Background: an optimization exercise with open tools, aiming at small area and a short achievable clock period. Do not read the settings as production practice.
Where RTL was checked, it was by simulation tests only, not by an equivalence proof against the original.
The flow treats the clock pin as an ideal source, which a real chip does not have.

==> job 3584: inputs <==
## ring_rx_check
module ring_rx_check (
    input  wire        clk,
    input  wire        rst,           
    input  wire        col_valid,     
    input  wire [39:0] col_code,      
    input  wire        los,           
    output reg         v_valid,       
    output reg  [3:0]  v_reason,      
    output reg  [9:0]  v_len,         
    output wire [95:0] v_hdr,         
    output reg  [15:0] cnt_good,
    output reg  [15:0] cnt_hcrc,
    output reg  [15:0] cnt_bad,
    output wire [63:0] cnt_cv         
);
export LEC_CHECK = 0
export CAP_MARGIN = 20
export CORE_MARGIN = 2
export CORE_UTILIZATION = 40
export SLEW_MARGIN = 20
export SYNTH_MEMORY_MAX_BITS = 16384
create_clock -name core_clock -period 11.0 [get_ports {clk}]
standard.sh (not shown) runs the stock make flow with config.mk's settings and CLKGATE_MAP_FILE= SYNTH_SCRIPT=/design/flow/synth_recipe.tcl, a recipe that flattens the netlist after the stock synthesis.
==> flow/flow/run.sh <==
#!/bin/bash
# Standard layout (the standard.sh, unchanged synthesis and steps), with
# repair_timing asked for a larger setup margin so that the paths with slack
# to spare at the design's period are optimised too.  Every step's log is
# kept by ORFS under orfs/logs; make's own output goes to make.log.
set -euo pipefail
bash standard.sh SETUP_SLACK_MARGIN=7.3 finish > make.log 2>&1
==> job 1455 (differences from job 3584) <==
--- a/flow/design.v
+++ b/flow/design.v
@@ -350,66 +350,65 @@
     localparam [3:0] R_LANEFAULT = 4'd9;
     localparam [7:0] K27_7 = 8'hFB;
     localparam [7:0] K29_7 = 8'hFD;
     localparam [7:0] K30_7 = 8'hFE;
     localparam [31:0] CRC32_RESIDUE = 32'hDEBB20E3;
     integer i, b;
+    reg  [39:0] c1;
+    reg         v1, f1, r1;
+    always @(posedge clk) begin
+        c1 <= col_code;
+        v1 <= col_valid && !rst;
+        f1 <= los && !rst;
+        r1 <= rst;
+    end
     reg  [3:0]  rd;
     reg  [3:0]  rd_next;
     wire [31:0] dec_data;
     wire [3:0]  dec_k, dec_ok_m, dec_ok_p;
     genvar g;
     generate
         for (g = 0; g < 4; g = g + 1) begin : lane
             dec8b10b u_dec (
-                .code (col_code[10*g +: 10]),
+                .code (c1[10*g +: 10]),
                 .data (dec_data[8*g +: 8]),
                 .k    (dec_k[g]),
                 .ok_m (dec_ok_m[g]),
                 .ok_p (dec_ok_p[g])
             );
         end
     endgenerate
-    reg [5:0] six;
-    reg [3:0] four;
-    reg [2:0] ones6, ones4;
-    reg       rd6;
+    localparam [63:0] SIX_POS  = 64'hFFE8E880E8808000;
+    localparam [63:0] SIX_NEG  = 64'h00010117011717FF;
+    localparam [15:0] FOUR_POS = 16'hF880;
+    localparam [15:0] FOUR_NEG = 16'h011F;
     always @* begin
-        for (i = 0; i < 4; i = i + 1) begin
-            six   = col_code[10*i +: 6];
-            four  = col_code[10*i+6 +: 4];
-            ones6 = six[0] + six[1] + six[2] + six[3] + six[4] + six[5];
-            ones4 = four[0] + four[1] + four[2] + four[3];
-            if (ones6 > 3'd3 || six == 6'b111000) rd6 = 1'b1;
-            else if (ones6 < 3'd3 || six == 6'b000111) rd6 = 1'b0;
-            else rd6 = rd[i];
-            if (ones4 > 3'd2 || four == 4'b1100) rd_next[i] = 1'b1;
-            else if (ones4 < 3'd2 || four == 4'b0011) rd_next[i] = 1'b0;
-            else rd_next[i] = rd6;
-        end
+        for (i = 0; i < 4; i = i + 1)
+            rd_next[i] = FOUR_POS[c1[10*i+6 +: 4]] ||
+                         (!FOUR_NEG[c1[10*i+6 +: 4]] &&
+                          (SIX_POS[c1[10*i +: 6]] ||
+                           (!SIX_NEG[c1[10*i +: 6]] && rd[i])));
     end
     always @(posedge clk) begin
-        if (rst)
+        if (r1)
             rd <= 4'b0000;
-        else if (col_valid)
+        else if (v1)
             rd <= rd_next;
     end
+    wire [3:0] dec_cv = (rd & ~dec_ok_p) | (~rd & ~dec_ok_m);
     reg  [31:0] d2;
-    reg  [3:0]  k2, ok_m2, ok_p2, rd2;
+    reg  [3:0]  k2, cv2;
     reg         v2, f2, r2;
     always @(posedge clk) begin
-        d2    <= dec_data;
-        k2    <= dec_k;
-        ok_m2 <= dec_ok_m;
-        ok_p2 <= dec_ok_p;
-        rd2   <= rd;
-        v2    <= col_valid && !rst;
-        f2    <= los && !rst;
-        r2    <= rst;
+        d2  <= dec_data;
+        k2  <= dec_k;
+        cv2 <= dec_cv;
+        v2  <= v1 && !rst;
+        f2  <= f1 && !rst;
+        r2  <= r1;
     end
-    wire [3:0] cv2 = (rd2 & ~ok_p2) | (~rd2 & ~ok_m2);
     reg [15:0] cv_cnt [0:3];
     always @(posedge clk) begin
         for (i = 0; i < 4; i = i + 1)
             if (rst)
                 cv_cnt[i] <= 16'd0;
             else if (v2 && cv2[i] && cv_cnt[i] != 16'hFFFF)
@@ -483,15 +482,14 @@
     reg [1:0]  hpos;
     reg [31:0] crc32;
     reg [15:0] crc16;    
     reg [79:0] hdr;      
     wire [31:0] crc32_next;
     crc32_x32 u_crc32 (.t(crc32 ^ d2), .o(crc32_next));
-    wire [15:0] crc16_base = hpos == 2'd0 ? 16'hFFFF : crc16;
     wire [15:0] crc16_half, crc16_col;
-    crc16_x16 u_crc16_half (.t(crc16_base ^ {d2[7:0], d2[15:8]}), .o(crc16_half));
+    crc16_x16 u_crc16_half (.t(crc16 ^ {d2[7:0], d2[15:8]}), .o(crc16_half));
     crc16_x16 u_crc16_col  (.t(crc16_half ^ {d2[23:16], d2[31:24]}), .o(crc16_col));
     always @(posedge clk) begin
         if (r2)
             hpos <= 2'd3;
         else if (v2) begin
             if (start2)
@@ -502,12 +500,14 @@
         if (v2) begin
             if (start2)
                 crc32 <= 32'hFFFFFFFF;
             else
                 crc32 <= crc32_next;
         end
+        if (v2 && start2)
+            crc16 <= 16'hFFFF;
         if (v2 && !start2) begin
             if (hpos == 2'd0) begin
                 hdr[31:0] <= d2;
                 crc16     <= crc16_col;
             end
             if (hpos == 2'd1) begin
@@ -523,12 +523,15 @@
     assign v_hdr = {crc16, hdr};
     wire       crc_ok  = crc32 == CRC32_RESIDUE;
     wire       hcrc_ok = crc16_half == d2[31:16];
     reg        in_frame;
     reg        skip;         
     reg [7:0]  ncol;         
+    always @(posedge clk)
+        if (v2)
+            ncol <= start2 ? 8'd0 : ncol + 8'd1;
     wire [7:0] lmax_col = hdr[7] ^ hdr[6] ? 8'd132 : 8'd20;
     wire       ll_bad   = hdr[23] && (hdr[7:6] != 2'b11 || hdr[14:8] != 7'h7F);
     wire       too_long = ncol == lmax_col && !(any_nd && first == 2'd0);
     wire       hdr_bad  = ncol == 8'd2 && (!hcrc_ok || ll_bad);
     reg [3:0]  reason;
     reg [9:0]  len;
@@ -580,19 +583,16 @@
             end else if (v2) begin
                 if (in_frame) begin
                     if (too_long || any_nd || hdr_bad) begin
                         v_valid  <= 1'b1;
                         in_frame <= 1'b0;
                         skip     <= too_long ? !end_seen : !any_nd && !hcrc_ok;
-                    end else
-                        ncol <= ncol + 8'd1;
+                    end
                 end
-                if (start2) begin
+                if (start2)
                     in_frame <= 1'b1;
-                    ncol     <= 8'd0;
-                end
             end
         end
     end
     always @(posedge clk) begin
         if (rst) begin
             cnt_good <= 16'd0;
==> flow/flow/run.sh (replaced) <==
#!/bin/bash
# The standard layout (standard.sh: the standard synthesis and ORFS steps,
# unchanged), with two settings changed for the make run:
#  - CTS_ARGS: ORFS's own clock_tree_synthesis arguments without the dummy
#    loads CTS adds to balance the tree.
# Every ORFS step writes its own log under orfs/logs; make's output goes to
# make.log here.
set -euo pipefail
bash standard.sh SETUP_SLACK_MARGIN=7.7 \
    "CTS_ARGS=-sink_clustering_enable -repair_clock_nets -dont_use_dummy_load" \
    finish > make.log 2>&1
==> summary.txt <==
item                                                                              job 3584      job 1455
Number of unique standard cell types used by synthesis                                  78            74
Post-Syn Nets                                                                        2,492         2,496
Run status                                                no timing/DRC/antenna violations  no timing/DRC/antenna violations
Fraction of standard cell area in multi-input logic                                  0.460         0.436
Pin count of the biggest net entering global routing                                    88            95
Final-layout fill cell count                                                         5,337         5,342
Metal1 wirelength                                                                  28.8 mm       30.0 mm
Number of enable-type register cells in the synthesized netlist                        196           180
Mean cell area of the mapped netlist                                            10.1 sq um    10.0 sq um
Routed len/inst                                                               19.7 microns  20.3 microns
R2r endpoint                                                                      crc16[5]      crc16[5]
Nature of the critical path endpoint                                                  flop   output port
Number of design-rule violations left by the first detailed-router iteration         1,056         1,537
Met3 layer wire length in the routed design                                        3.63 mm       4.78 mm
Clock period minus final worst setup slack                                         4.22 ns       3.46 ns
Switching part of the total                                                          0.390         0.427
Effective utilization at floorplan                                                   0.405         0.402
Die Y                                                                          246 microns   247 microns
Hold path startpoint                                                                 rd[0]     ts1[3][0]
Highest attainable clock frequency                                                 237 MHz       289 MHz
No functional check of the RTL was part of job 3584.

[port drivers added, routing unchanged]
How much do the figures lean on ideal ports? The routed layouts below were timed once more, with nothing changed but the port constraints.
Step 1 assumes that a clkbuf_16 drives the clock port and a buf_2 every other input.
Step 2 also shifts input and output timing later by t, the mid clock arrival at the registers, as if the neighbouring blocks saw the same clock.
Three values: ideal ports, drivers, drivers and shift; two values: the first two.
| run | t, ns | setup slack, ns | latest minus earliest clock arrival (ns) |
|---|---|---|---|
| job 3584 | 0.621 | 6.778 / 6.786 / 6.164 | 0.031 / 0.031 |
| job 1455 | 0.629 | 7.543 / 7.485 / 7.322 | 0.089 / 0.089 |
After both steps every run listed still meets setup and hold. For job 3584, which loses most, drivers alone change the setup slack by +0.008 ns; drivers and shift together by -0.614 ns.
